Background: an optimization exercise with open tools, aiming at small area, a short achievable clock period and few clock cycles per item. Do not read the settings as production practice.
No run shown here included a check of the RTL's function; only the layout flow was run.

==> design.v <==
module vfix_lane (
    input  wire        typ,       
    input  wire        rne,       
    input  wire        k15,       
    input  wire        klo,       
    input  wire [16:0] X,
    input  wire [8:0]  one,       
    input  wire [8:0]  two,       
    input  wire [8:0]  nb,        
    input  wire [16:0] A,
    output wire [15:0] res,
    output wire        sat
);
    wire [17:0] Xs = {X[16], X};
    wire [17:0] X2 = {X, 1'b0};
    wire [17:0] pp0 = ((({18{one[0]}} & Xs) | ({18{two[0]}} & X2)) ^ {18{nb[0]}}) ^ 18'h20000;
    wire [17:0] pp1 = ((({18{one[1]}} & Xs) | ({18{two[1]}} & X2)) ^ {18{nb[1]}}) ^ 18'h20000;
    wire [17:0] pp2 = ((({18{one[2]}} & Xs) | ({18{two[2]}} & X2)) ^ {18{nb[2]}}) ^ 18'h20000;
    wire [17:0] pp3 = ((({18{one[3]}} & Xs) | ({18{two[3]}} & X2)) ^ {18{nb[3]}}) ^ 18'h20000;
    wire [17:0] pp4 = ((({18{one[4]}} & Xs) | ({18{two[4]}} & X2)) ^ {18{nb[4]}}) ^ 18'h20000;
    wire [17:0] pp5 = ((({18{one[5]}} & Xs) | ({18{two[5]}} & X2)) ^ {18{nb[5]}}) ^ 18'h20000;
    wire [17:0] pp6 = ((({18{one[6]}} & Xs) | ({18{two[6]}} & X2)) ^ {18{nb[6]}}) ^ 18'h20000;
    wire [17:0] pp7 = ((({18{one[7]}} & Xs) | ({18{two[7]}} & X2)) ^ {18{nb[7]}}) ^ 18'h20000;
    wire [17:0] pp8 = ((({18{one[8]}} & Xs) | ({18{two[8]}} & X2)) ^ {18{nb[8]}}) ^ 18'h20000;
    wire cr0 = ~klo;
    wire cr15 = ~(k15 ^ klo);
    wire cr16 = ~(k15 | klo);
    wire cr17 = (k15 | klo);
    wire ks0, kc0, ks1, kc1, ks2, kc2, ks3, kc3, ks4, kc4, ks5, kc5;
    wire ks6, kc6, ks7, kc7, ks8, kc8, ks9, kc9, ks10, kc10, ks11, kc11;
    wire ks12, kc12, ks13, kc13, ks14, kc14, ks15, kc15, ks16, kc16, ks17, kc17;
    wire ks18, kc18, ks19, kc19, ks20, kc20, hs0, hc0, fs0, fc0, fs1, fc1;
    wire fs2, fc2, fs3, fc3, hs1, hc1, fs4, fc4, hs2, hc2, hs3, hc3;
    wire fs5, fc5, hs4, hc4, fs6, fc6, hs5, hc5, fs7, fc7, fs8, fc8;
    wire hs6, hc6, fs9, fc9, fs10, fc10, fs11, fc11, fs12, fc12, fs13, fc13;
    wire fs14, fc14, fs15, fc15, fs16, fc16, fs17, fc17, fs18, fc18, fs19, fc19;
    wire fs20, fc20, fs21, fc21, fs22, fc22, fs23, fc23, fs24, fc24, fs25, fc25;
    wire hs7, hc7, fs26, fc26, fs27, fc27, fs28, fc28, fs29, fc29, hs8, hc8;
    wire fs30, fc30, fs31, fc31, hs9, hc9, fs32, fc32, hs10, hc10, hs11, hc11;
    wire fs33, fc33, hs12, hc12, fs34, fc34, hs13, hc13, fs35, fc35, fs36, fc36;
    wire fs37, fc37, fs38, fc38, fs39, fc39, fs40, fc40, fs41, fc41, fs42, fc42;
    wire fs43, fc43, fs44, fc44, fs45, fc45, fs46, fc46, fs47, fc47, fs48, fc48;
    wire fs49, fc49, fs50, fc50, fs51, fc51, fs52, fc52, fs53, fc53, fs54, fc54;
    wire fs55, fc55, fs56, fc56, fs57, fc57, fs58, fc58, fs59, fc59, fs60, fc60;
    wire fs61, fc61, fs62, fc62, fs63, fc63, fs64, fc64, fs65, fc65, fs66, fc66;
    wire fs67, fc67, hs14, hc14, fs68, fc68, fs69, fc69, hs15, hc15, fs70, fc70;
    wire hs16, hc16, hs17, hc17, fs71, fc71, fs72, fc72, fs73, fc73, fs74, fc74;
    wire fs75, fc75, fs76, fc76, fs77, fc77, fs78, fc78, fs79, fc79, fs80, fc80;
    wire fs81, fc81, fs82, fc82, fs83, fc83, fs84, fc84, fs85, fc85, fs86, fc86;
    wire fs87, fc87, fs88, fc88, fs89, fc89, fs90, fc90, fs91, fc91, fs92, fc92;
    wire fs93, fc93, fs94, fc94, hs18, hc18, fs95, fc95, hs19, hc19, hs20, hc20;
    wire hs21, hc21, hs22, hc22, fs96, fc96, fs97, fc97, fs98, fc98, fs99, fc99;
    wire fs100, fc100, fs101, fc101, fs102, fc102, fs103, fc103, fs104, fc104, fs105, fc105;
    wire fs106, fc106, fs107, fc107, fs108, fc108, fs109, fc109, fs110, fc110, fs111, fc111;
    wire fs112, fc112, fs113, fc113, fs114, fc114, fs115, fc115, fs116, fc116, fs117, fc117;
    wire fs118, fc118, fs119, fc119, fs120, fc120, fs121, fc121, fs122, fc122, fs123, fc123;
    wire hs23, hc23, fs124, fc124, g0, p0, g1, p1, g2, p2, g3, p3;
    wire g4, p4, g5, p5, g6, p6, g7, p7, g8, p8, g9, p9;
    wire g10, p10, g11, p11, g12, p12, g13, p13, g14, p14, g15, p15;
    wire g16, p16, g17, p17, g18, p18, g19, p19, g20, p20, g21, p21;
    wire g22, p22, g23, p23, g24, p24, g25, p25, g26, p26, g27, p27;
    wire g28, p28, g29, p29, g30, p30, g31, p31, g32, p32, g33, p33;
    wire G0, G1, G2, G3, G4, G5, G6, G7, G8, P8, G9, G10;
    wire P10, G11, G12, P12, G13, P13, G14, G15, G16, P16, G17, P17;
    wire G18, P18, G19, P19, G20, P20, G21, P21, G22, P22, G23, P23;
    wire G24, P24, G25, P25, G26, P26, G27, P27, G28, P28, G29, P29;
    wire G30, P30, G31, P31, G32, P32, G33, P33, G34, P34, G35, P35;
    wire G36, P36, G37, P37, G38, P38, G39, P39, G40, P40, G41, P41;
    wire G42, P42, G43, P43, G44, P44, G45, P45, G46, P46, G47, P47;
    wire G48, P48, G49, P49, G50, P50, C51, C52, C53, C54, C55, C56;
    wire C57, C58, C59, C60, C61, C62, C63, C64, C65, C66, C67, vs0;
    wire vs1, vs2, vs3, vs4, vs5, vs6, vs7, vs8, vs9, vs10, vs11, vs12;
    wire vs13, vs14, vs15, vs16, vs17;
    assign ks0 = ~(nb[1] ^ pp0[2]);
    assign kc0 = nb[1] | pp0[2];
    assign ks1 = ~(pp0[3] ^ pp1[1]);
    assign kc1 = pp0[3] | pp1[1];
    assign ks2 = ~(nb[2] ^ pp0[4]);
    assign kc2 = nb[2] | pp0[4];
    assign ks3 = ~(pp0[5] ^ pp1[3]);
    assign kc3 = pp0[5] | pp1[3];
    assign ks4 = ~(nb[3] ^ pp0[6]);
    assign kc4 = nb[3] | pp0[6];
    assign ks5 = ~(pp0[7] ^ pp1[5]);
    assign kc5 = pp0[7] | pp1[5];
    assign ks6 = ~(nb[4] ^ pp0[8]);
    assign kc6 = nb[4] | pp0[8];
    assign ks7 = ~(pp0[9] ^ pp1[7]);
    assign kc7 = pp0[9] | pp1[7];
    assign ks8 = ~(nb[5] ^ pp0[10]);
    assign kc8 = nb[5] | pp0[10];
    assign ks9 = ~(pp0[11] ^ pp1[9]);
    assign kc9 = pp0[11] | pp1[9];
    assign ks10 = ~(nb[6] ^ pp0[12]);
    assign kc10 = nb[6] | pp0[12];
    assign ks11 = ~(pp0[13] ^ pp1[11]);
    assign kc11 = pp0[13] | pp1[11];
    assign ks12 = ~(nb[7] ^ pp0[14]);
    assign kc12 = nb[7] | pp0[14];
    assign ks13 = ~(A[2] ^ pp1[16]);
    assign kc13 = A[2] | pp1[16];
    assign ks14 = ~(A[4] ^ pp2[16]);
    assign kc14 = A[4] | pp2[16];
    assign ks15 = ~(A[6] ^ pp3[16]);
    assign kc15 = A[6] | pp3[16];
    assign ks16 = ~(A[8] ^ pp4[16]);
    assign kc16 = A[8] | pp4[16];
    assign ks17 = ~(A[10] ^ pp5[16]);
    assign kc17 = A[10] | pp5[16];
    assign ks18 = ~(A[12] ^ pp6[16]);
    assign kc18 = A[12] | pp6[16];
    assign ks19 = ~(A[14] ^ pp7[16]);
    assign kc19 = A[14] | pp7[16];
    assign ks20 = ~(A[16] ^ pp8[16]);
    assign kc20 = A[16] | pp8[16];
    assign hs0 = cr15 ^ pp0[15];
    assign hc0 = cr15 & pp0[15];
    vfix_fa u_fa0 (.a(A[0]), .b(nb[8]), .ci(cr16), .s(fs0), .co(fc0));
    vfix_fa u_fa1 (.a(pp0[16]), .b(pp1[14]), .ci(pp2[12]), .s(fs1), .co(fc1));
    vfix_fa u_fa2 (.a(A[1]), .b(cr17), .ci(pp0[17]), .s(fs2), .co(fc2));
    vfix_fa u_fa3 (.a(pp1[15]), .b(pp2[13]), .ci(pp3[11]), .s(fs3), .co(fc3));
    assign hs1 = pp2[14] ^ pp3[12];
    assign hc1 = pp2[14] & pp3[12];
    vfix_fa u_fa4 (.a(A[3]), .b(pp1[17]), .ci(pp2[15]), .s(fs4), .co(fc4));
    assign hs2 = pp1[8] ^ pp2[6];
    assign hc2 = pp1[8] & pp2[6];
    assign hs3 = pp2[7] ^ pp3[5];
    assign hc3 = pp2[7] & pp3[5];
    vfix_fa u_fa5 (.a(pp1[10]), .b(pp2[8]), .ci(pp3[6]), .s(fs5), .co(fc5));
    assign hs4 = pp4[4] ^ pp5[2];
    assign hc4 = pp4[4] & pp5[2];
    vfix_fa u_fa6 (.a(pp2[9]), .b(pp3[7]), .ci(pp4[5]), .s(fs6), .co(fc6));
    assign hs5 = pp5[3] ^ pp6[1];
    assign hc5 = pp5[3] & pp6[1];
    vfix_fa u_fa7 (.a(pp1[12]), .b(pp2[10]), .ci(pp3[8]), .s(fs7), .co(fc7));
    vfix_fa u_fa8 (.a(pp4[6]), .b(pp5[4]), .ci(pp6[2]), .s(fs8), .co(fc8));
    assign hs6 = pp7[0] ^ kc11;
    assign hc6 = pp7[0] & kc11;
    vfix_fa u_fa9 (.a(pp1[13]), .b(pp2[11]), .ci(pp3[9]), .s(fs9), .co(fc9));
    vfix_fa u_fa10 (.a(pp4[7]), .b(pp5[5]), .ci(pp6[3]), .s(fs10), .co(fc10));
    vfix_fa u_fa11 (.a(pp7[1]), .b(kc12), .ci(hs0), .s(fs11), .co(fc11));
    vfix_fa u_fa12 (.a(fs0), .b(pp3[10]), .ci(pp4[8]), .s(fs12), .co(fc12));
    vfix_fa u_fa13 (.a(pp5[6]), .b(pp6[4]), .ci(pp7[2]), .s(fs13), .co(fc13));
    vfix_fa u_fa14 (.a(pp8[0]), .b(hc0), .ci(fs1), .s(fs14), .co(fc14));
    vfix_fa u_fa15 (.a(fc0), .b(pp4[9]), .ci(pp5[7]), .s(fs15), .co(fc15));
    vfix_fa u_fa16 (.a(pp6[5]), .b(pp7[3]), .ci(pp8[1]), .s(fs16), .co(fc16));
    vfix_fa u_fa17 (.a(fc1), .b(fs2), .ci(fs3), .s(fs17), .co(fc17));
    vfix_fa u_fa18 (.a(pp4[10]), .b(pp5[8]), .ci(pp6[6]), .s(fs18), .co(fc18));
    vfix_fa u_fa19 (.a(pp7[4]), .b(pp8[2]), .ci(hs1), .s(fs19), .co(fc19));
    vfix_fa u_fa20 (.a(ks13), .b(fc2), .ci(fc3), .s(fs20), .co(fc20));
    vfix_fa u_fa21 (.a(pp3[13]), .b(pp4[11]), .ci(pp5[9]), .s(fs21), .co(fc21));
    vfix_fa u_fa22 (.a(pp6[7]), .b(pp7[5]), .ci(pp8[3]), .s(fs22), .co(fc22));
    vfix_fa u_fa23 (.a(hc1), .b(kc13), .ci(fs4), .s(fs23), .co(fc23));
    vfix_fa u_fa24 (.a(pp3[14]), .b(pp4[12]), .ci(pp5[10]), .s(fs24), .co(fc24));
    vfix_fa u_fa25 (.a(pp6[8]), .b(pp7[6]), .ci(pp8[4]), .s(fs25), .co(fc25));
    assign hs7 = ks14 ^ fc4;
    assign hc7 = ks14 & fc4;
    vfix_fa u_fa26 (.a(A[5]), .b(pp2[17]), .ci(pp3[15]), .s(fs26), .co(fc26));
    vfix_fa u_fa27 (.a(pp4[13]), .b(pp5[11]), .ci(pp6[9]), .s(fs27), .co(fc27));
    vfix_fa u_fa28 (.a(pp7[7]), .b(pp8[5]), .ci(kc14), .s(fs28), .co(fc28));
    vfix_fa u_fa29 (.a(pp4[14]), .b(pp5[12]), .ci(pp6[10]), .s(fs29), .co(fc29));
    assign hs8 = pp7[8] ^ pp8[6];
    assign hc8 = pp7[8] & pp8[6];
    vfix_fa u_fa30 (.a(A[7]), .b(pp3[17]), .ci(pp4[15]), .s(fs30), .co(fc30));
    vfix_fa u_fa31 (.a(pp5[13]), .b(pp6[11]), .ci(pp7[9]), .s(fs31), .co(fc31));
    assign hs9 = pp5[14] ^ pp6[12];
    assign hc9 = pp5[14] & pp6[12];
    vfix_fa u_fa32 (.a(A[9]), .b(pp4[17]), .ci(pp5[15]), .s(fs32), .co(fc32));
    assign hs10 = pp1[4] ^ pp2[2];
    assign hc10 = pp1[4] & pp2[2];
    assign hs11 = pp2[3] ^ pp3[1];
    assign hc11 = pp2[3] & pp3[1];
    vfix_fa u_fa33 (.a(pp1[6]), .b(pp2[4]), .ci(pp3[2]), .s(fs33), .co(fc33));
    assign hs12 = pp4[0] ^ kc5;
    assign hc12 = pp4[0] & kc5;
    vfix_fa u_fa34 (.a(pp2[5]), .b(pp3[3]), .ci(pp4[1]), .s(fs34), .co(fc34));
    assign hs13 = kc6 ^ ks7;
    assign hc13 = kc6 & ks7;
    vfix_fa u_fa35 (.a(pp3[4]), .b(pp4[2]), .ci(pp5[0]), .s(fs35), .co(fc35));
    vfix_fa u_fa36 (.a(kc7), .b(hs2), .ci(ks8), .s(fs36), .co(fc36));
    vfix_fa u_fa37 (.a(pp4[3]), .b(pp5[1]), .ci(hc2), .s(fs37), .co(fc37));
    vfix_fa u_fa38 (.a(kc8), .b(hs3), .ci(ks9), .s(fs38), .co(fc38));
    vfix_fa u_fa39 (.a(pp6[0]), .b(hc3), .ci(kc9), .s(fs39), .co(fc39));
    vfix_fa u_fa40 (.a(hs4), .b(ks10), .ci(fs5), .s(fs40), .co(fc40));
    vfix_fa u_fa41 (.a(hc4), .b(kc10), .ci(hs5), .s(fs41), .co(fc41));
    vfix_fa u_fa42 (.a(ks11), .b(fc5), .ci(fs6), .s(fs42), .co(fc42));
    vfix_fa u_fa43 (.a(hc5), .b(ks12), .ci(fc6), .s(fs43), .co(fc43));
    vfix_fa u_fa44 (.a(hs6), .b(fs7), .ci(fs8), .s(fs44), .co(fc44));
    vfix_fa u_fa45 (.a(hc6), .b(fc7), .ci(fc8), .s(fs45), .co(fc45));
    vfix_fa u_fa46 (.a(fs10), .b(fs9), .ci(fs11), .s(fs46), .co(fc46));
    vfix_fa u_fa47 (.a(fc10), .b(fc9), .ci(fs12), .s(fs47), .co(fc47));
    vfix_fa u_fa48 (.a(fs13), .b(fc11), .ci(fs14), .s(fs48), .co(fc48));
    vfix_fa u_fa49 (.a(fc12), .b(fc13), .ci(fs15), .s(fs49), .co(fc49));
    vfix_fa u_fa50 (.a(fs16), .b(fc14), .ci(fs17), .s(fs50), .co(fc50));
    vfix_fa u_fa51 (.a(fc15), .b(fc16), .ci(fs18), .s(fs51), .co(fc51));
    vfix_fa u_fa52 (.a(fs19), .b(fs20), .ci(fc17), .s(fs52), .co(fc52));
    vfix_fa u_fa53 (.a(fc18), .b(fs21), .ci(fs22), .s(fs53), .co(fc53));
    vfix_fa u_fa54 (.a(fc19), .b(fc20), .ci(fs23), .s(fs54), .co(fc54));
    vfix_fa u_fa55 (.a(fc21), .b(fc22), .ci(fs24), .s(fs55), .co(fc55));
    vfix_fa u_fa56 (.a(fs25), .b(hs7), .ci(fc23), .s(fs56), .co(fc56));
    vfix_fa u_fa57 (.a(fc24), .b(fc25), .ci(fs26), .s(fs57), .co(fc57));
    vfix_fa u_fa58 (.a(fs27), .b(hc7), .ci(fs28), .s(fs58), .co(fc58));
    vfix_fa u_fa59 (.a(hs8), .b(ks15), .ci(fc26), .s(fs59), .co(fc59));
    vfix_fa u_fa60 (.a(fc27), .b(fs29), .ci(fc28), .s(fs60), .co(fc60));
    vfix_fa u_fa61 (.a(pp8[7]), .b(hc8), .ci(kc15), .s(fs61), .co(fc61));
    vfix_fa u_fa62 (.a(fc29), .b(fs30), .ci(fs31), .s(fs62), .co(fc62));
    vfix_fa u_fa63 (.a(pp7[10]), .b(pp8[8]), .ci(hs9), .s(fs63), .co(fc63));
    vfix_fa u_fa64 (.a(ks16), .b(fc30), .ci(fc31), .s(fs64), .co(fc64));
    vfix_fa u_fa65 (.a(pp6[13]), .b(pp7[11]), .ci(pp8[9]), .s(fs65), .co(fc65));
    vfix_fa u_fa66 (.a(hc9), .b(kc16), .ci(fs32), .s(fs66), .co(fc66));
    vfix_fa u_fa67 (.a(pp6[14]), .b(pp7[12]), .ci(pp8[10]), .s(fs67), .co(fc67));
    assign hs14 = ks17 ^ fc32;
    assign hc14 = ks17 & fc32;
    vfix_fa u_fa68 (.a(A[11]), .b(pp5[17]), .ci(pp6[15]), .s(fs68), .co(fc68));
    vfix_fa u_fa69 (.a(pp7[13]), .b(pp8[11]), .ci(kc17), .s(fs69), .co(fc69));
    assign hs15 = pp7[14] ^ pp8[12];
    assign hc15 = pp7[14] & pp8[12];
    vfix_fa u_fa70 (.a(A[13]), .b(pp6[17]), .ci(pp7[15]), .s(fs70), .co(fc70));
    assign hs16 = pp1[2] ^ pp2[0];
    assign hc16 = pp1[2] & pp2[0];
    assign hs17 = pp2[1] ^ kc2;
    assign hc17 = pp2[1] & kc2;
    vfix_fa u_fa71 (.a(pp3[0]), .b(kc3), .ci(hs10), .s(fs71), .co(fc71));
    vfix_fa u_fa72 (.a(hc10), .b(kc4), .ci(hs11), .s(fs72), .co(fc72));
    vfix_fa u_fa73 (.a(hc11), .b(ks6), .ci(hs12), .s(fs73), .co(fc73));
    vfix_fa u_fa74 (.a(hc12), .b(fc33), .ci(fs34), .s(fs74), .co(fc74));
    vfix_fa u_fa75 (.a(fc34), .b(hc13), .ci(fs35), .s(fs75), .co(fc75));
    vfix_fa u_fa76 (.a(fc35), .b(fs37), .ci(fc36), .s(fs76), .co(fc76));
    vfix_fa u_fa77 (.a(fc37), .b(fs39), .ci(fc38), .s(fs77), .co(fc77));
    vfix_fa u_fa78 (.a(fc39), .b(fs41), .ci(fc40), .s(fs78), .co(fc78));
    vfix_fa u_fa79 (.a(fc41), .b(fs43), .ci(fc42), .s(fs79), .co(fc79));
    vfix_fa u_fa80 (.a(fc43), .b(fs45), .ci(fc44), .s(fs80), .co(fc80));
    vfix_fa u_fa81 (.a(fc45), .b(fs47), .ci(fc46), .s(fs81), .co(fc81));
    vfix_fa u_fa82 (.a(fc47), .b(fs49), .ci(fc48), .s(fs82), .co(fc82));
    vfix_fa u_fa83 (.a(fc49), .b(fs51), .ci(fc50), .s(fs83), .co(fc83));
    vfix_fa u_fa84 (.a(fc51), .b(fs53), .ci(fc52), .s(fs84), .co(fc84));
    vfix_fa u_fa85 (.a(fc53), .b(fs55), .ci(fc54), .s(fs85), .co(fc85));
    vfix_fa u_fa86 (.a(fc55), .b(fs57), .ci(fs58), .s(fs86), .co(fc86));
    vfix_fa u_fa87 (.a(fs59), .b(fc57), .ci(fs60), .s(fs87), .co(fc87));
    vfix_fa u_fa88 (.a(fs61), .b(fc59), .ci(fs62), .s(fs88), .co(fc88));
    vfix_fa u_fa89 (.a(fc61), .b(fs63), .ci(fs64), .s(fs89), .co(fc89));
    vfix_fa u_fa90 (.a(fs65), .b(fc63), .ci(fc64), .s(fs90), .co(fc90));
    vfix_fa u_fa91 (.a(fc65), .b(fs67), .ci(hs14), .s(fs91), .co(fc91));
    vfix_fa u_fa92 (.a(fc67), .b(fs68), .ci(hc14), .s(fs92), .co(fc92));
    vfix_fa u_fa93 (.a(hs15), .b(ks18), .ci(fc68), .s(fs93), .co(fc93));
    vfix_fa u_fa94 (.a(pp8[13]), .b(hc15), .ci(kc18), .s(fs94), .co(fc94));
    assign hs18 = pp8[14] ^ ks19;
    assign hc18 = pp8[14] & ks19;
    vfix_fa u_fa95 (.a(A[15]), .b(pp7[17]), .ci(pp8[15]), .s(fs95), .co(fc95));
    assign hs19 = nb[0] ^ cr0;
    assign hc19 = nb[0] & cr0;
    assign hs20 = 1'b1 ^ pp0[1];
    assign hc20 = 1'b1 & pp0[1];
    assign hs21 = pp1[0] ^ ks0;
    assign hc21 = pp1[0] & ks0;
    assign hs22 = kc0 ^ ks1;
    assign hc22 = kc0 & ks1;
    vfix_fa u_fa96 (.a(kc1), .b(hs16), .ci(ks2), .s(fs96), .co(fc96));
    vfix_fa u_fa97 (.a(hc16), .b(ks3), .ci(hs17), .s(fs97), .co(fc97));
    vfix_fa u_fa98 (.a(ks4), .b(hc17), .ci(fs71), .s(fs98), .co(fc98));
    vfix_fa u_fa99 (.a(ks5), .b(fc71), .ci(fs72), .s(fs99), .co(fc99));
    vfix_fa u_fa100 (.a(fs33), .b(fc72), .ci(fs73), .s(fs100), .co(fc100));
    vfix_fa u_fa101 (.a(hs13), .b(fc73), .ci(fs74), .s(fs101), .co(fc101));
    vfix_fa u_fa102 (.a(fs36), .b(fc74), .ci(fs75), .s(fs102), .co(fc102));
    vfix_fa u_fa103 (.a(fs38), .b(fc75), .ci(fs76), .s(fs103), .co(fc103));
    vfix_fa u_fa104 (.a(fs40), .b(fc76), .ci(fs77), .s(fs104), .co(fc104));
    vfix_fa u_fa105 (.a(fs42), .b(fc77), .ci(fs78), .s(fs105), .co(fc105));
    vfix_fa u_fa106 (.a(fs44), .b(fc78), .ci(fs79), .s(fs106), .co(fc106));
    vfix_fa u_fa107 (.a(fs46), .b(fc79), .ci(fs80), .s(fs107), .co(fc107));
    vfix_fa u_fa108 (.a(fc80), .b(fs48), .ci(fs81), .s(fs108), .co(fc108));
    vfix_fa u_fa109 (.a(fs50), .b(fc81), .ci(fs82), .s(fs109), .co(fc109));
    vfix_fa u_fa110 (.a(fs52), .b(fc82), .ci(fs83), .s(fs110), .co(fc110));
    vfix_fa u_fa111 (.a(fs54), .b(fc83), .ci(fs84), .s(fs111), .co(fc111));
    vfix_fa u_fa112 (.a(fs56), .b(fc84), .ci(fs85), .s(fs112), .co(fc112));
    vfix_fa u_fa113 (.a(fc56), .b(fs86), .ci(fc85), .s(fs113), .co(fc113));
    vfix_fa u_fa114 (.a(fc58), .b(fc86), .ci(fs87), .s(fs114), .co(fc114));
    vfix_fa u_fa115 (.a(fc60), .b(fs88), .ci(fc87), .s(fs115), .co(fc115));
    vfix_fa u_fa116 (.a(fc62), .b(fc88), .ci(fs89), .s(fs116), .co(fc116));
    vfix_fa u_fa117 (.a(fs66), .b(fc89), .ci(fs90), .s(fs117), .co(fc117));
    vfix_fa u_fa118 (.a(fc66), .b(fs91), .ci(fc90), .s(fs118), .co(fc118));
    vfix_fa u_fa119 (.a(fs69), .b(fs92), .ci(fc91), .s(fs119), .co(fc119));
    vfix_fa u_fa120 (.a(fc69), .b(fs93), .ci(fc92), .s(fs120), .co(fc120));
    vfix_fa u_fa121 (.a(fs70), .b(fs94), .ci(fc93), .s(fs121), .co(fc121));
    vfix_fa u_fa122 (.a(fc70), .b(hs18), .ci(fc94), .s(fs122), .co(fc122));
    vfix_fa u_fa123 (.a(kc19), .b(hc18), .ci(fs95), .s(fs123), .co(fc123));
    assign hs23 = ks20 ^ fc95;
    assign hc23 = ks20 & fc95;
    vfix_fa u_fa124 (.a(A[16]), .b(pp8[17]), .ci(kc20), .s(fs124), .co(fc124));
    assign g0 = pp0[0] & hs19;
    assign p0 = pp0[0] ^ hs19;
    assign g1 = hc19 & hs20;
    assign p1 = hc19 ^ hs20;
    assign g2 = hc20 & hs21;
    assign p2 = hc20 ^ hs21;
    assign g3 = hc21 & hs22;
    assign p3 = hc21 ^ hs22;
    assign g4 = hc22 & fs96;
    assign p4 = hc22 ^ fs96;
    assign g5 = fc96 & fs97;
    assign p5 = fc96 ^ fs97;
    assign g6 = fc97 & fs98;
    assign p6 = fc97 ^ fs98;
    assign g7 = fc98 & fs99;
    assign p7 = fc98 ^ fs99;
    assign g8 = fc99 & fs100;
    assign p8 = fc99 ^ fs100;
    assign g9 = fc100 & fs101;
    assign p9 = fc100 ^ fs101;
    assign g10 = fc101 & fs102;
    assign p10 = fc101 ^ fs102;
    assign g11 = fc102 & fs103;
    assign p11 = fc102 ^ fs103;
    assign g12 = fc103 & fs104;
    assign p12 = fc103 ^ fs104;
    assign g13 = fc104 & fs105;
    assign p13 = fc104 ^ fs105;
    assign g14 = fc105 & fs106;
    assign p14 = fc105 ^ fs106;
    assign g15 = fc106 & fs107;
    assign p15 = fc106 ^ fs107;
    assign g16 = fc107 & fs108;
    assign p16 = fc107 ^ fs108;
    assign g17 = fc108 & fs109;
    assign p17 = fc108 ^ fs109;
    assign g18 = fc109 & fs110;
    assign p18 = fc109 ^ fs110;
    assign g19 = fc110 & fs111;
    assign p19 = fc110 ^ fs111;
    assign g20 = fc111 & fs112;
    assign p20 = fc111 ^ fs112;
    assign g21 = fc112 & fs113;
    assign p21 = fc112 ^ fs113;
    assign g22 = fc113 & fs114;
    assign p22 = fc113 ^ fs114;
    assign g23 = fc114 & fs115;
    assign p23 = fc114 ^ fs115;
    assign g24 = fc115 & fs116;
    assign p24 = fc115 ^ fs116;
    assign g25 = fc116 & fs117;
    assign p25 = fc116 ^ fs117;
    assign g26 = fc117 & fs118;
    assign p26 = fc117 ^ fs118;
    assign g27 = fc118 & fs119;
    assign p27 = fc118 ^ fs119;
    assign g28 = fc119 & fs120;
    assign p28 = fc119 ^ fs120;
    assign g29 = fc120 & fs121;
    assign p29 = fc120 ^ fs121;
    assign g30 = fc121 & fs122;
    assign p30 = fc121 ^ fs122;
    assign g31 = fc122 & fs123;
    assign p31 = fc122 ^ fs123;
    assign g32 = fc123 & hs23;
    assign p32 = fc123 ^ hs23;
    assign g33 = hc23 & fs124;
    assign p33 = hc23 ^ fs124;
    wire cin0 = rne ? (p16 ^ A[0]) : 1'b1;
    assign G0 = g0 | (p0 & cin0);
    assign G1 = g1 | (p1 & G0);
    assign G2 = g2 | (p2 & G1);
    assign G3 = g3 | (p3 & G2);
    assign G4 = g4 | (p4 & G3);
    assign G5 = g5 | (p5 & G4);
    assign G6 = g6 | (p6 & G5);
    assign G7 = g7 | (p7 & G6);
    assign G8 = g9 | (p9 & g8);
    assign P8 = p9 & p8;
    assign G9 = G8 | (P8 & G7);
    assign G10 = g11 | (p11 & g10);
    assign P10 = p11 & p10;
    assign G11 = G10 | (P10 & G9);
    assign G12 = g13 | (p13 & g12);
    assign P12 = p13 & p12;
    assign G13 = g15 | (p15 & g14);
    assign P13 = p15 & p14;
    assign G14 = G12 | (P12 & G11);
    assign G15 = G13 | (P13 & G14);
    assign G16 = g17 | (p17 & g16);
    assign P16 = p17 & p16;
    assign G17 = g19 | (p19 & g18);
    assign P17 = p19 & p18;
    assign G18 = g21 | (p21 & g20);
    assign P18 = p21 & p20;
    assign G19 = g23 | (p23 & g22);
    assign P19 = p23 & p22;
    assign G20 = g25 | (p25 & g24);
    assign P20 = p25 & p24;
    assign G21 = g27 | (p27 & g26);
    assign P21 = p27 & p26;
    assign G22 = g29 | (p29 & g28);
    assign P22 = p29 & p28;
    assign G23 = g31 | (p31 & g30);
    assign P23 = p31 & p30;
    assign G24 = g33 | (p33 & g32);
    assign P24 = p33 & p32;
    assign G25 = g18 | (p18 & G16);
    assign P25 = p18 & P16;
    assign G26 = G17 | (P17 & G16);
    assign P26 = P17 & P16;
    assign G27 = g22 | (p22 & G18);
    assign P27 = p22 & P18;
    assign G28 = G19 | (P19 & G18);
    assign P28 = P19 & P18;
    assign G29 = g26 | (p26 & G20);
    assign P29 = p26 & P20;
    assign G30 = G21 | (P21 & G20);
    assign P30 = P21 & P20;
    assign G31 = g30 | (p30 & G22);
    assign P31 = p30 & P22;
    assign G32 = G23 | (P23 & G22);
    assign P32 = P23 & P22;
    assign G33 = g20 | (p20 & G26);
    assign P33 = p20 & P26;
    assign G34 = G18 | (P18 & G26);
    assign P34 = P18 & P26;
    assign G35 = G27 | (P27 & G26);
    assign P35 = P27 & P26;
    assign G36 = G28 | (P28 & G26);
    assign P36 = P28 & P26;
    assign G37 = g28 | (p28 & G30);
    assign P37 = p28 & P30;
    assign G38 = G22 | (P22 & G30);
    assign P38 = P22 & P30;
    assign G39 = G31 | (P31 & G30);
    assign P39 = P31 & P30;
    assign G40 = G32 | (P32 & G30);
    assign P40 = P32 & P30;
    assign G41 = g24 | (p24 & G36);
    assign P41 = p24 & P36;
    assign G42 = G20 | (P20 & G36);
    assign P42 = P20 & P36;
    assign G43 = G29 | (P29 & G36);
    assign P43 = P29 & P36;
    assign G44 = G30 | (P30 & G36);
    assign P44 = P30 & P36;
    assign G45 = G37 | (P37 & G36);
    assign P45 = P37 & P36;
    assign G46 = G38 | (P38 & G36);
    assign P46 = P38 & P36;
    assign G47 = G39 | (P39 & G36);
    assign P47 = P39 & P36;
    assign G48 = G40 | (P40 & G36);
    assign P48 = P40 & P36;
    assign G49 = g32 | (p32 & G48);
    assign P49 = p32 & P48;
    assign G50 = G24 | (P24 & G48);
    assign P50 = P24 & P48;
    assign C51 = g16 | (p16 & G15);
    assign C52 = G16 | (P16 & G15);
    assign C53 = G25 | (P25 & G15);
    assign C54 = G26 | (P26 & G15);
    assign C55 = G33 | (P33 & G15);
    assign C56 = G34 | (P34 & G15);
    assign C57 = G35 | (P35 & G15);
    assign C58 = G36 | (P36 & G15);
    assign C59 = G41 | (P41 & G15);
    assign C60 = G42 | (P42 & G15);
    assign C61 = G43 | (P43 & G15);
    assign C62 = G44 | (P44 & G15);
    assign C63 = G45 | (P45 & G15);
    assign C64 = G46 | (P46 & G15);
    assign C65 = G47 | (P47 & G15);
    assign C66 = G48 | (P48 & G15);
    assign C67 = G49 | (P49 & G15);
    assign vs0 = p16 ^ G15;
    assign vs1 = p17 ^ C51;
    assign vs2 = p18 ^ C52;
    assign vs3 = p19 ^ C53;
    assign vs4 = p20 ^ C54;
    assign vs5 = p21 ^ C55;
    assign vs6 = p22 ^ C56;
    assign vs7 = p23 ^ C57;
    assign vs8 = p24 ^ C58;
    assign vs9 = p25 ^ C59;
    assign vs10 = p26 ^ C60;
    assign vs11 = p27 ^ C61;
    assign vs12 = p28 ^ C62;
    assign vs13 = p29 ^ C63;
    assign vs14 = p30 ^ C64;
    assign vs15 = p31 ^ C65;
    assign vs16 = p32 ^ C66;
    assign vs17 = p33 ^ C67;
    wire [17:0] v = {vs17, vs16, vs15, vs14, vs13, vs12, vs11, vs10, vs9, vs8, vs7, vs6, vs5, vs4, vs3, vs2, vs1, vs0};
    wire ovf_q = ~((v[17] == v[16]) & (v[16] == v[15]));
    wire ovf_u = v[17] | v[16];
    assign sat = typ ? ovf_u : ovf_q;
    assign res = typ ? (ovf_u ? {16{~v[17]}} : v[15:0])
                     : (ovf_q ? {v[17], {15{~v[17]}}} : v[15:0]);
endmodule
module vfix_fa (
    input  wire a,
    input  wire b,
    input  wire ci,
    output wire s,
    output wire co
);
    assign s  = a ^ b ^ ci;
    assign co = (a & b) | (a & ci) | (b & ci);
endmodule
module vfix_unit #(
    parameter LANES = 4
) (
    input  wire                  clk,
    input  wire                  rst,
    input  wire                  in_valid,
    output wire                  in_ready,
    input  wire [2:0]            in_func,
    input  wire                  in_type,
    input  wire [1:0]            in_rnd,
    input  wire                  in_zero,
    input  wire [LANES-1:0]      in_pred,
    input  wire [16*LANES-1:0]   in_a,
    input  wire [16*LANES-1:0]   in_b,
    input  wire [16*LANES-1:0]   in_c,
    input  wire [16*LANES-1:0]   in_d,
    output reg                   out_valid,
    output reg  [16*LANES-1:0]   out_d,
    output reg                   out_sat
);
    assign in_ready = 1'b1;
    wire f_fma  = (in_func == 3'd1);
    wire f_fms  = (in_func == 3'd2);
    wire f_lerp = (in_func == 3'd3);
    wire f_add  = (in_func == 3'd4);
    wire f_sub  = (in_func == 3'd5);
    wire f_rsh  = (in_func == 3'd6);
    wire f_conv = (in_func == 3'd7);
    wire f_pow2 = in_func[2];            
    wire typ    = in_type;
    wire a_sgn  = f_conv ? typ : ~typ;   
    wire neg    = f_fms | f_sub;         
    wire k15 = f_fms ? (in_rnd != 2'd0) : (in_rnd != 2'd1);
    wire klo = f_fms & ~in_rnd[1];
    wire sx_lerp = f_lerp;
    wire sx_sub  = f_sub;
    wire sx_a    = ~f_lerp & ~f_sub;
    reg [17*LANES-1:0] p_x, p_a;
    reg [9*LANES-1:0]  p_one, p_two, p_nb;
    reg [15:0] a, b, c, d, a16;
    reg [15:0] sg, sp;
    reg [16:0] sg0, sp0;
    reg [16:0] sg1, sp1;
    reg [16:0] sg2, sp2;
    reg [16:0] sg3, sp3;
    reg [16:0] sg4, sp4;
    reg [16:0] bma;
    reg [17:0] yp, y;
    reg [18:0] ye;
    reg        pr, sa_d, sa_c, sa_a, sa_b, sy_c, sy_b, sy_b2, sy_p;
    integer l, j;
    always @* begin
        for (l = 0; l < LANES; l = l + 1) begin
            a  = in_a[16*l +: 16];
            b  = in_b[16*l +: 16];
            c  = in_c[16*l +: 16];
            d  = in_d[16*l +: 16];
            pr = in_pred[l];
            sg = b & ~a;
            sp = ~(b ^ a);
            sg0[1] = sg[0] | (sp[0] & 1'b1);
            sg0[3] = sg[2] | (sp[2] & sg[1]);
            sp0[3] = sp[2] & sp[1];
            sg0[5] = sg[4] | (sp[4] & sg[3]);
            sp0[5] = sp[4] & sp[3];
            sg0[7] = sg[6] | (sp[6] & sg[5]);
            sp0[7] = sp[6] & sp[5];
            sg0[9] = sg[8] | (sp[8] & sg[7]);
            sp0[9] = sp[8] & sp[7];
            sg0[11] = sg[10] | (sp[10] & sg[9]);
            sp0[11] = sp[10] & sp[9];
            sg0[13] = sg[12] | (sp[12] & sg[11]);
            sp0[13] = sp[12] & sp[11];
            sg0[15] = sg[14] | (sp[14] & sg[13]);
            sp0[15] = sp[14] & sp[13];
            sg1[2] = sg[1] | (sp[1] & sg0[1]);
            sp1[2] = sp[1] & 1'b0;
            sg1[3] = sg0[3] | (sp0[3] & sg0[1]);
            sp1[3] = sp0[3] & 1'b0;
            sg1[6] = sg[5] | (sp[5] & sg0[5]);
            sp1[6] = sp[5] & sp0[5];
            sg1[7] = sg0[7] | (sp0[7] & sg0[5]);
            sp1[7] = sp0[7] & sp0[5];
            sg1[10] = sg[9] | (sp[9] & sg0[9]);
            sp1[10] = sp[9] & sp0[9];
            sg1[11] = sg0[11] | (sp0[11] & sg0[9]);
            sp1[11] = sp0[11] & sp0[9];
            sg1[14] = sg[13] | (sp[13] & sg0[13]);
            sp1[14] = sp[13] & sp0[13];
            sg1[15] = sg0[15] | (sp0[15] & sg0[13]);
            sp1[15] = sp0[15] & sp0[13];
            sg2[4] = sg[3] | (sp[3] & sg1[3]);
            sp2[4] = sp[3] & sp1[3];
            sg2[5] = sg0[5] | (sp0[5] & sg1[3]);
            sp2[5] = sp0[5] & sp1[3];
            sg2[6] = sg1[6] | (sp1[6] & sg1[3]);
            sp2[6] = sp1[6] & sp1[3];
            sg2[7] = sg1[7] | (sp1[7] & sg1[3]);
            sp2[7] = sp1[7] & sp1[3];
            sg2[12] = sg[11] | (sp[11] & sg1[11]);
            sp2[12] = sp[11] & sp1[11];
            sg2[13] = sg0[13] | (sp0[13] & sg1[11]);
            sp2[13] = sp0[13] & sp1[11];
            sg2[14] = sg1[14] | (sp1[14] & sg1[11]);
            sp2[14] = sp1[14] & sp1[11];
            sg2[15] = sg1[15] | (sp1[15] & sg1[11]);
            sp2[15] = sp1[15] & sp1[11];
            sg3[8] = sg[7] | (sp[7] & sg2[7]);
            sp3[8] = sp[7] & sp2[7];
            sg3[9] = sg0[9] | (sp0[9] & sg2[7]);
            sp3[9] = sp0[9] & sp2[7];
            sg3[10] = sg1[10] | (sp1[10] & sg2[7]);
            sp3[10] = sp1[10] & sp2[7];
            sg3[11] = sg1[11] | (sp1[11] & sg2[7]);
            sp3[11] = sp1[11] & sp2[7];
            sg3[12] = sg2[12] | (sp2[12] & sg2[7]);
            sp3[12] = sp2[12] & sp2[7];
            sg3[13] = sg2[13] | (sp2[13] & sg2[7]);
            sp3[13] = sp2[13] & sp2[7];
            sg3[14] = sg2[14] | (sp2[14] & sg2[7]);
            sp3[14] = sp2[14] & sp2[7];
            sg3[15] = sg2[15] | (sp2[15] & sg2[7]);
            sp3[15] = sp2[15] & sp2[7];
            sg4[16] = sg[15] | (sp[15] & sg3[15]);
            sp4[16] = sp[15] & sp3[15];
            bma = {~sg4[16], sp[15] ^ sg3[15], sp[14] ^ sg3[14], sp[13] ^ sg3[13], sp[12] ^ sg3[12], sp[11] ^ sg3[11], sp[10] ^ sg3[10], sp[9] ^ sg3[9], sp[8] ^ sg3[8], sp[7] ^ sg2[7], sp[6] ^ sg2[6], sp[5] ^ sg2[5], sp[4] ^ sg2[4], sp[3] ^ sg1[3], sp[2] ^ sg1[2], sp[1] ^ sg0[1], sp[0] ^ 1'b1};
            p_x[17*l +: 17] = ({17{sx_lerp}} & bma)
                            | ({17{sx_sub}}  & {~typ & b[15], b})
                            | ({17{sx_a}}    & {a_sgn & a[15], a});
            sa_d = ~pr & ~in_zero;
            sa_c = pr & (f_fma | f_fms);
            sa_a = pr & (f_lerp | f_sub | (f_conv & typ));
            sa_b = pr & f_add;
            a16  = ({16{sa_d}} & d) | ({16{sa_c}} & c) | ({16{sa_a}} & a) | ({16{sa_b}} & b);
            p_a[17*l +: 17] = {a16[15] & (~typ | (pr & f_conv)), a16};
            sy_c  = pr & f_lerp;
            sy_b  = pr & ~f_pow2 & ~f_lerp & typ;
            sy_b2 = pr & ~f_pow2 & ~f_lerp & ~typ;
            sy_p  = pr & f_pow2;
            for (j = 0; j < 18; j = j + 1)
                yp[j] = f_rsh ? (b[3:0] == 16 - j)
                              : ((f_conv & ~typ) ? (j == 15) : (j == 16));
            y = ({18{sy_c}} & {2'b00, c}) | ({18{sy_b}} & {2'b00, b})
              | ({18{sy_b2}} & {b[15], b, 1'b0}) | ({18{sy_p}} & yp);
            ye = {y, 1'b0};
            for (j = 0; j < 9; j = j + 1) begin
                p_one[9*l+j] = ye[2*j+1] ^ ye[2*j];
                p_two[9*l+j] = (ye[2*j+2] & ~ye[2*j+1] & ~ye[2*j]) | (~ye[2*j+2] & ye[2*j+1] & ye[2*j]);
                p_nb[9*l+j]  = ye[2*j+2] ^ neg;
            end
        end
    end
    reg                 s1_valid;
    reg                 s1_typ, s1_rne, s1_k15, s1_klo;
    reg [17*LANES-1:0]  s1_x, s1_a;
    reg [9*LANES-1:0]   s1_one, s1_two, s1_nb;
    always @(posedge clk) begin
        if (rst)
            s1_valid <= 1'b0;
        else
            s1_valid <= in_valid;
        s1_typ <= typ;
        s1_rne <= in_rnd[1];
        s1_k15 <= k15;
        s1_klo <= klo;
        s1_x   <= p_x;
        s1_a   <= p_a;
        s1_one <= p_one;
        s1_two <= p_two;
        s1_nb  <= p_nb;
    end
    wire [16*LANES-1:0] lane_res;
    wire [LANES-1:0]    lane_sat;
    genvar i;
    generate
        for (i = 0; i < LANES; i = i + 1) begin : g_lane
            vfix_lane u_lane (
                .typ (s1_typ),
                .rne (s1_rne),
                .k15 (s1_k15),
                .klo (s1_klo),
                .X   (s1_x[17*i +: 17]),
                .one (s1_one[9*i +: 9]),
                .two (s1_two[9*i +: 9]),
                .nb  (s1_nb[9*i +: 9]),
                .A   (s1_a[17*i +: 17]),
                .res (lane_res[16*i +: 16]),
                .sat (lane_sat[i])
            );
        end
    endgenerate
    always @(posedge clk) begin
        if (rst)
            out_valid <= 1'b0;
        else
            out_valid <= s1_valid;
        out_d   <= lane_res;
        out_sat <= |lane_sat;
    end
endmodule
==> run.sh <==
#!/bin/bash
# synth_recipe.tcl (not shown) runs the flow's synth.tcl, then flattens the netlist and writes it again
# the make line also repeats each setting of config.mk as NAME=value (left out here)
make -C /OpenROAD-flow-scripts/flow DESIGN_CONFIG=/design/flow/config.mk WORK_HOME=/design/flow/orfs CLKGATE_MAP_FILE= SYNTH_SCRIPT=/design/flow/synth_recipe.tcl finish
==> config.mk <==
export PLATFORM = sky130hd
export DESIGN_NAME = vfix_unit
export DESIGN_NICKNAME = vfix_unit
export VERILOG_FILES = /design/flow/design.v
export SDC_FILE = /design/flow/constraint.sdc
export NUM_CORES = 8
export LEC_CHECK = 0
export ABC_AREA = 1
export CAP_MARGIN = 20
export CORE_MARGIN = 2
export CORE_UTILIZATION = 50
export SLEW_MARGIN = 20
export SYNTH_HIERARCHICAL = 1
==> constraint.sdc <==
create_clock -name core_clock -period 25.0 [get_ports {clk}]
set_input_delay 5.0000 -clock core_clock [delete_from_list [all_inputs] [get_ports {clk}]]
set_output_delay 5.0000 -clock core_clock [all_outputs]
set_load 0.01 [all_outputs]
==> results of run 1 <==
stage by stage:
stage | instance area, um2 | hold WS [ns] | instances | worst slack, ns
after floorplan | 48310 | 0.3883 | 6383 | 18.18
after CTS | 53660 | 0.4057 | 7775 | 16.83
after detailed placement | 52250 | 0.3972 | 7702 | 16.20
final | 53710 | 0.4034 | 7784 | 16.72
after global placement | 52250 | 0.3885 | 7702 | 16.25
after global routing | 53690 | 0.4217 | 7779 | 16.41
registers in the layout, summed over array words and instances, names as in the netlist:
signal and flops:
s1_typ 1, s1_rne 1, s1_nb 36, s1_two 36
out_valid 1, out_d 64, s1_valid 1, s1_k15 1
s1_a 68, s1_one 36, s1_klo 1, s1_x 68
out_sat 1
placed cells by master, fill, tap and decap left out, drive strengths merged, types with 2 or more instances in the layout:
cell type      netlist  layout
nor3                19      19
or2                  2       2
nand3              309     309
nand4              142     142
bufinv               0       4
dfxtp              315     315
nor3b                4       4
and2                 2       2
a211oi               8       8
xnor2               24      24
o21ai              128     128
o2111ai             26      26
a21oi              147     147
inv                848     854
o221ai              32      32
fa                 520     520
clkinvlp             0       3
nor2               212     212
clkbuf             214      52
diode                0       8
clkinv              80      88
o211ai               2       2
ha                 378     378
o21a                 8       8
a21boi               8       8
clkdlybuf4s50        0     334
nand3b              17      17
conb                 2       5
and3                 4       4
o22ai              592     592
a32oi                4       4
nand2             1520    1520
xor2               702     702
buf                108      43
synthesized netlist by cell type (8+ instances only):
cell type | count | area [um2]
sky130_fd_sc_hd__clkinv_1 | 80 | 300.3
sky130_fd_sc_hd__ha_1 | 378 | 4730
sky130_fd_sc_hd__nor2_1 | 184 | 690.7
sky130_fd_sc_hd__o221ai_1 | 32 | 280.3
sky130_fd_sc_hd__nand3_2 | 15 | 150.1
sky130_fd_sc_hd__clkbuf_1 | 214 | 803.3
sky130_fd_sc_hd__a21oi_1 | 139 | 695.7
sky130_fd_sc_hd__o21ai_0 | 122 | 610.6
sky130_fd_sc_hd__nand3b_1 | 17 | 127.6
sky130_fd_sc_hd__o2111ai_1 | 26 | 227.7
sky130_fd_sc_hd__buf_6 | 8 | 90.09
sky130_fd_sc_hd__nand3_1 | 294 | 1471
sky130_fd_sc_hd__nand4_1 | 142 | 888.4
sky130_fd_sc_hd__buf_2 | 52 | 260.3
sky130_fd_sc_hd__o22ai_1 | 592 | 3704
sky130_fd_sc_hd__fa_1 | 520 | 10410
sky130_fd_sc_hd__inv_1 | 829 | 3112
sky130_fd_sc_hd__nand2_1 | 1480 | 5555
sky130_fd_sc_hd__nand2_4 | 28 | 315.3
sky130_fd_sc_hd__inv_2 | 19 | 71.32
sky130_fd_sc_hd__xnor2_1 | 24 | 210.2
sky130_fd_sc_hd__xor2_1 | 702 | 6148
sky130_fd_sc_hd__o21a_1 | 8 | 60.06
sky130_fd_sc_hd__nor2_4 | 8 | 90.09
sky130_fd_sc_hd__nor2_2 | 20 | 125.1
sky130_fd_sc_hd__dfxtp_1 | 315 | 6306
sky130_fd_sc_hd__buf_1 | 47 | 176.4
sky130_fd_sc_hd__nor3_1 | 18 | 90.09
sky130_fd_sc_hd__nand2_2 | 12 | 75.07
layer usage:
metal  GRT usage  vias to the layer above  wire (um)
met2      0.5449                     2139      77900
li1            -                    20990          -
met1      0.4769                    21630      74640
met4      0.1115                       38       5951
met3     0.07920                      354      16620
met5           0                        -        226
per-module statistics from Yosys, one instance, submodules excluded:
module	flip-flops and latches	cell area, um2	cells
vfix_unit	315	16020	2280
vfix_fa	0	20.02	1
vfix_lane	0	5565	900
area by class of cell:
class                      count  area [um2]
timing repair buffer         377        3676
antenna                        8       20.02
sequential                   315        6307
inverter                     928        3483
multi-input combinational   4818       37230
clock buffer                  52        1160
tap                         1265        1583
fill                        9245       41590
clock inverter                21       247.7
critical path, cell delays in order:
cell and delay (ns):
sky130_fd_sc_hd__clkdlybuf4s50_1 0.99, sky130_fd_sc_hd__inv_2 0.25, sky130_fd_sc_hd__nor2_4 0.74, sky130_fd_sc_hd__nor2_4 0.25, sky130_fd_sc_hd__buf_4 0.36, sky130_fd_sc_hd__inv_2 0.79, sky130_fd_sc_hd__o22ai_1 0.16, sky130_fd_sc_hd__inv_1 0.10
sky130_fd_sc_hd__nand2_1 0.06
cells by family after synthesis:
kind of cell	Yosys count	synth area share
buffers and inverters	1250	0.09982
AO/OA/AOI/OAI	956	0.1237
AND/OR/NAND/NOR	2233	0.2006
other	2	0.0001555
adder cells (fa/ha/maj)	898	0.3135
flip-flops	315	0.1306
XOR/XNOR	726	0.1317
worst paths after layout:
kind              startpoint  slack [ns]  cells after the start         to
hold reg to reg     s1_valid        0.40                      2  out_valid
setup / recovery  in_func[2]       16.72                      9   s1_x[31]
hold / removal      s1_valid        0.40                      2  out_valid
setup reg to reg    s1_x[65]       16.94                     28    out_sat
==> reports/results.txt, run 1 <==
In this run the tool buffered the top-level ports with 335 buffer cells. The logs give 0 for the post-CTS resize count and 175300 um for the total detailed-routing wirelength. The nature of the critical path endpoint was a flip-flop. After the last flow step, the layout net total stands at 7649. The later pin in the worst-skew pair is clocked with a latency of 0.61 ns. The tools report the data required time of the worst path as 25.48 ns. The floorplan step defined a core boundary enclosing 95290 um2. For the number of different library cells in the post-synthesis netlist, the log shows 49. The minimum period implied by the final worst setup slack is 8.280 ns, and the total of hold buffers inserted after clock tree synthesis is 0. Setup violations remaining at the end of the flow were counted as 0.

The routed length per instance works out to 22.53 um. The number of hold-slack violations in the final timing report is 0, and the number of warning messages in the yosys log is 7. The element type at the critical path start is a primary input. The start-to-end type of the worst setup path was in2reg. The final max-slew violation count was 0. Post-CTS timing repair inserted 0 buffers for setup. Library cell used as clock root buffer: sky130_fd_sc_hd__clkbuf_16. The fraction of layout instances using a drive strength above 1 is 0.03809.

The slew of the pin with the lowest slew margin came out at 1.125 ns. Synthesis inferred 315 register bits. The run gives 99090 um2 as the die outline area. Relative to the synthesized area, the layout overhead comes to 11.20%. STA puts the critical path data arrival time at 8.76 ns.

The all-layer global routing usage is 0.3484. For this run the aggregate overflow at the end of global routing stands at 0. The first-pass GRT wire length was 265700 um. The logs give 135500 um for the HPWL after detailed placement and 26 for the initial antenna violation count. The share of synthesized area occupied by flip-flops and latches is 0.1306. The tools report the post-route core utilization as 0.5636. The starting density of the core is 0.5068.

The number of global-route vias before repair came out at 43520. Timing would allow up to 120.8 MHz. The number of optimization iterations in the first detailed-route pass is 6. In this run the vertical extent of the chip is 314.8 um.

Share of async-settable or async-resettable flops after synthesis: 0. Flip-flop cell with the highest count after synthesis: sky130_fd_sc_hd__dfxtp_1. The path class of the tightest hold or removal check is reg2reg. Counting along the longest clock path gives a buffer depth of 3.

Summing every instance area after synthesis gives 48300 um2. The pin count of the biggest net entering global routing is 49, and the post-synthesis average cell area is 7.570 um2. After clock tree synthesis, the clock-pin slew on the worst setup and hold paths is 0.06 ns. The via-per-instance ratio was 5.800. Setup repair after global routing left no endpoint under its margin.

The portion of the clock cycle consumed by the worst path in the final layout was 0.3312; the worst setup skew after layout was 0.02417 ns. At the end of routability-driven placement, the weighted congestion stood at 1.022. The tools report the CTS H-tree depth as 2. Worst-case headroom to the max-slew limit: 0.2491. Counting every instance in the synthesized netlist gives 6380.

The run finished with no timing, DRC or antenna violations. Along the worst path, the maximum fanout reaches 32. The clock drives 315 sinks.

The post-route antenna net violation count is 0, and the post-route setup TNS is 0 ns. The first routing iteration left 4351 violations. Buffers inserted during clock tree synthesis total 41. Number of remaining DRC errors: 0.

Counting flops with a built-in enable in the synthesized netlist gives 0. For this design the top-level I/O count stands at 337. The reported max-cap violation count is 0, and the via count is 45150.

The die is 314.8 um wide. TritonCTS built the clock tree. The row count is 113.
==> inputs of run 2 (changes only) <==
==> flow/run.sh (new file) <==
#!/bin/bash
# Standard synthesis and layout; the layout's timing repair aims at a
# setup slack of MARGIN ns (the clock period is unchanged), so that it
# shortens the design's paths instead of stopping at 25 ns.
set -euo pipefail
MARGIN=17.5
bash standard.sh synth > synth.log 2>&1
bash standard.sh SETUP_SLACK_MARGIN=$MARGIN finish > layout.log 2>&1
==> standard.sh (new file) <==
#!/bin/bash
# synth_recipe.tcl (not shown) runs the flow's synth.tcl, then flattens the netlist and writes it again
# the make line also repeats each setting of config.mk as NAME=value (left out here)
make -C /OpenROAD-flow-scripts/flow DESIGN_CONFIG=/design/flow/config.mk WORK_HOME=/design/flow/orfs CLKGATE_MAP_FILE= SYNTH_SCRIPT=/design/flow/synth_recipe.tcl "${@:-finish}"
removed: run.sh
==> run 2 against run 1 <==
Hold slack got worse by 0.00085 ns. Via count about the same.
==> reports/results.txt, run 2 <==
The capturing element of the worst setup path is s1_a[46] (was s1_x[31]). The worst setup skew after layout is 0.02627 ns (was 0.02417 ns), and the number of top-level pins is 337 (unchanged). Setup repair after global routing could not meet its margin everywhere.

The via count is 45190 (was 45150). The logs give 7788 (was 7784) for the final cell count without fillers and 25 (was 26) for the initial antenna violation count. The number of optimization iterations in the first detailed-route pass is 8 (was 6).

The total detailed-routing wirelength is 175800 um (was 175300 um). The count of endpoints failing setup in the final report was 0 (unchanged); the slack of the worst reg-to-reg path was 17.65 ns (was 16.94 ns). The register area was 6327 um2 (was 6307 um2). The fraction of post-synthesis cell area in the top cell type by area came out at 0.2155 (unchanged). The logs give 49 (unchanged) for the pin count of the biggest net entering global routing and 9221 (was 9245) for the number of fill cells in the layout. The reported max-cap violation count came out at 0 (unchanged). Data required time of the worst path: 25.45 ns (was 25.48 ns).

The start-to-end type of the worst setup path is in2reg (unchanged). Commonest cells after routing, fill and taps aside: sky130_fd_sc_hd__nand2_1 (1475), sky130_fd_sc_hd__inv_1 (825), sky130_fd_sc_hd__xor2_1 (702) (was sky130_fd_sc_hd__nand2_1 (1479), sky130_fd_sc_hd__inv_1 (828), sky130_fd_sc_hd__xor2_1 (702)).

The tools report the origin of the critical flop-to-flop path as s1_nb[30] (was s1_x[65]). The flip-flop cell with the highest count after synthesis was sky130_fd_sc_hd__dfxtp_1 (unchanged). The number of flops mapped to enable cells by yosys came out at 0 (unchanged).

The portion of the clock cycle consumed by the worst path in the final layout came out at 0.2957 (was 0.3312). The routed length per instance came out at 22.58 um (was 22.53 um). Number of warning messages in the yosys log: 7 (unchanged). Post-route antenna net violation count: 0 (unchanged). The tools report the clock latency of the later-clocked register in the worst-skew pair as 0.61 ns (about the same). For the share of synthesized area occupied by flip-flops and latches, the log shows 0.1306 (unchanged). The share of async-settable or async-resettable flops after synthesis was 0 (unchanged). For the residual overflow from global routing, the log shows 0 (unchanged).

First-pass GRT wire length: 266400 um (was 265700 um). TritonCTS built the clock tree. The tools report the number of different library cells in the post-synthesis netlist as 49 (unchanged). The pre-CTS setup slack is 16.20 ns (unchanged).

The tools report the launching instance or port of the critical path as in_func[0] (was in_func[2]). Achievable frequency: 135.3 MHz (was 120.8 MHz). The number of sinks on the clock net is 315 (unchanged), and the minimum period implied by the final worst setup slack is 7.393 ns (was 8.280 ns). The most common cell after layout, fill and taps aside was sky130_fd_sc_hd__nand2_1 (unchanged). The element type at the critical path start was a primary input (unchanged).

The critical register-to-register path endpoint is out_sat (unchanged). The most used standard cell by instance count after synthesis is sky130_fd_sc_hd__nand2_1 (unchanged). Registers with the most flip-flops: s1_a x68, s1_x x68, out_d x64 (unchanged). The library cell used as clock root buffer was sky130_fd_sc_hd__clkbuf_16 (unchanged). The number of buffer cells added on primary ports works out to 335 (unchanged). The synthesis-to-layout area growth is 12.10% (was 11.20%). The net total in the final layout was 7655 (was 7649). The tools report the number of remaining DRC errors as 0 (unchanged). The HPWL after detailed placement came out at 135500 um (unchanged).

The final max-slew violation count was 0 (unchanged). The type of the most critical hold path is reg2reg (unchanged). The width of the chip was 314.8 um (unchanged). For the initial detailed-routing violation count, the log shows 4373 (was 4351).

The placed cell area is 52250 um2 (unchanged), and the number of buffers on the longest clock path is 3 (unchanged). The placer's final routability congestion estimate came out at 1.022 (unchanged). The CTS H-tree depth is 2 (unchanged). The row count is 113 (unchanged).

The nature of the critical path endpoint was a flip-flop (unchanged). The tools report the cell area after layout as 54140 um2 (was 53710 um2). The flow ran to the end and the layout has no timing, DRC or antenna violations.

Library cell occupying the most area in the post-synthesis netlist: sky130_fd_sc_hd__fa_1 (unchanged). The count of placed standard cells including taps is 7702 (unchanged), and the slew of the pin with the lowest slew margin is 1.136 ns (was 1.125 ns). The number of hold-slack violations in the final timing report is 0 (unchanged). The post-synthesis average cell area is 7.570 um2 (unchanged). The logs give 48300 um2 (unchanged) for the area of the mapped netlist and 0 (unchanged) for the total of hold buffers inserted after clock tree synthesis.

The maximum fanout count along the critical path is 41 (was 32), and the post-route setup TNS is 0 ns (unchanged). Worst-case headroom to the max-slew limit: 0.2415 (was 0.2491). Synth top area cells: sky130_fd_sc_hd__fa_1 (22%), sky130_fd_sc_hd__dfxtp_1 (13%), sky130_fd_sc_hd__xor2_1 (13%) (unchanged).

The depth of the worst register-to-register path was 28 (unchanged); the via-per-instance ratio was 5.802 (was 5.800). The number of storage elements in the synthesis netlist is 315 (unchanged). The least setup slack across all paths after layout is 17.61 ns (was 16.72 ns).

The cell count after synthesis was 6380 (unchanged). The number of global-route vias before repair was 43670 (was 43520); the fraction of layout instances using a drive strength above 1 was 0.05509 (was 0.03809). The die boundary height works out to 314.8 um (unchanged). Die outline area: 99090 um2 (unchanged).

The number of buffers added by the clock tree synthesis step was 41 (unchanged); the area of the core region was 95290 um2 (unchanged). For the all-layer global routing usage, the log shows 0.3497 (was 0.3484). The clock-pin slew on the worst setup and hold paths was 0.06 ns (about the same). For the starting density of the core, the log shows 0.5068 (unchanged).

For the arrival time of data at the critical path endpoint, the log shows 7.84 ns (was 8.76 ns). Most frequent cells after synthesis: sky130_fd_sc_hd__nand2_1 (1480), sky130_fd_sc_hd__inv_1 (829), sky130_fd_sc_hd__xor2_1 (702) (unchanged). Multi-input gate area in the final layout: 37430 um2 (was 37230 um2).
## run 2: cell count changes in the layout (fill, tap and decap cells not counted), moves of 4 or more
| cell | previous run | this run |
|---|---|---|
| sky130_fd_sc_hd__nor2_4 | 12 | 16 |
| sky130_fd_sc_hd__clkinvlp_4 | 3 | 30 |
| sky130_fd_sc_hd__ha_1 | 378 | 370 |
| sky130_fd_sc_hd__nand2_1 | 1479 | 1475 |
| sky130_fd_sc_hd__clkinv_2 | 6 | 48 |
| sky130_fd_sc_hd__clkinv_1 | 80 | 8 |
| sky130_fd_sc_hd__dfxtp_2 | 1 | 11 |
| sky130_fd_sc_hd__ha_4 | 0 | 8 |
| sky130_fd_sc_hd__dfxtp_1 | 314 | 302 |
## run 2: per-stage QoR
stage                       util  hold WS [ns]
after CTS                 0.5644        0.4057
after detailed placement  0.5483        0.3972
after floorplan                -        0.3883
after global placement    0.5483        0.3885
final                     0.5681        0.4025
after global routing      0.5680        0.4217
## run 2: worst max-delay path: stages
cell	delay [ns]
sky130_fd_sc_hd__clkdlybuf4s50_1	0.59
sky130_fd_sc_hd__nand2_2	0.20
sky130_fd_sc_hd__nor2_4	0.04
sky130_fd_sc_hd__buf_6	0.28
sky130_fd_sc_hd__nor2_4	0.47
sky130_fd_sc_hd__nand2_1	0.39
sky130_fd_sc_hd__nand2_1	0.22
sky130_fd_sc_hd__clkinvlp_4	0.36
sky130_fd_sc_hd__nand2_1	0.15
sky130_fd_sc_hd__nand4_1	0.12
## run 2: layout make-up
type	instances	share of cell area
Sequential cell	315	0.1169
Inverter	928	0.06774
Clock inverter	21	0.004576
Antenna cell	6	0.0002773
Clock buffer	52	0.02142
Multi-Input combinational cell	4820	0.6914
Timing Repair Buffer	381	0.06850
Tap cell	1265	0.02924
## run 2: worst min-delay path by stage
stage / slack [ns] / startpoint / end / cells past startpoint
6_report: 0.40 / s1_valid / out_valid / 2
5_1_grt: 0.42 / s1_valid / out_valid / 2
4_1_cts: 0.41 / s1_valid / out_valid / 2
3_5_place_dp: 0.40 / s1_valid / out_valid / 2
3_3_place_gp: 0.39 / s1_valid / out_valid / 2
2_1_floorplan: 0.39 / s1_valid / out_valid / 2
## run 2: kinds of logic (layout without fill, tap and decap cells)
family / count (synthesis) / after routing / share of synthesized area
other: 2 / 11 / 0.0001555
AOI/OAI and AO/OA: 956 / 956 / 0.1237
and+or+nand+nor: 2233 / 2235 / 0.2006
adders and majority gates: 898 / 898 / 0.3135
DFF: 315 / 315 / 0.1306
buffers and inverters: 1250 / 1382 / 0.09982
xor gates and xnor gates: 726 / 726 / 0.1317
## run 2: what timing repair did
action                                  CTS  global route
setup buffers                             1             3
pin swaps                                 1             5
endpoints found under the setup margin  243           182
cloned                                    1             1
gates resized for setup                  70            74
## run 2: metal layers
layer | routed length [um] | share of wire | global-route usage
met4 | 6385 | 0.036 | 0.1121
met5 | 203 | 0.0012 | 0
met3 | 16570 | 0.094 | 0.07834
met1 | 74570 | 0.42 | 0.4791
met2 | 78090 | 0.44 | 0.5471
## run 2: per-module statistics from Yosys, one instance, submodules excluded
module | flops+latches | cells inside | area [um2]
vfix_unit | 315 | 2280 | 16020
vfix_fa | 0 | 1 | 20.02
vfix_lane | 0 | 900 | 5565

[static timing again, ports no longer ideal]
Ports are ideal in the flow. The routed layouts listed here were re-timed in OpenROAD.
Step 1 assumes that a clkbuf_16 drives the clock port and a buf_2 every other input.
Step 2 adds t to the input delays and takes it off the output delays; t is the mean of the earliest and latest rising clock arrival at the registers after step 1. Input paths then give back, and output paths get back, about the clock's delay inside the block.
Slacks: ideal / step 1 / step 2; pairs: ideal / step 1.
run	shift t [ns]	slack for setup (ns)	worst setup path after step 2	worst register clock-pin slew, ns
run 1	0.673	16.720 / 16.764 / 16.091	input to register	0.08 / 0.08
run 2	0.674	17.607 / 17.638 / 16.964	input to register	0.09 / 0.09
After both steps every run listed still meets setup and hold. The setup slack of run 2, which loses most, moves by +0.031 ns with the drivers and by -0.643 ns with both steps.
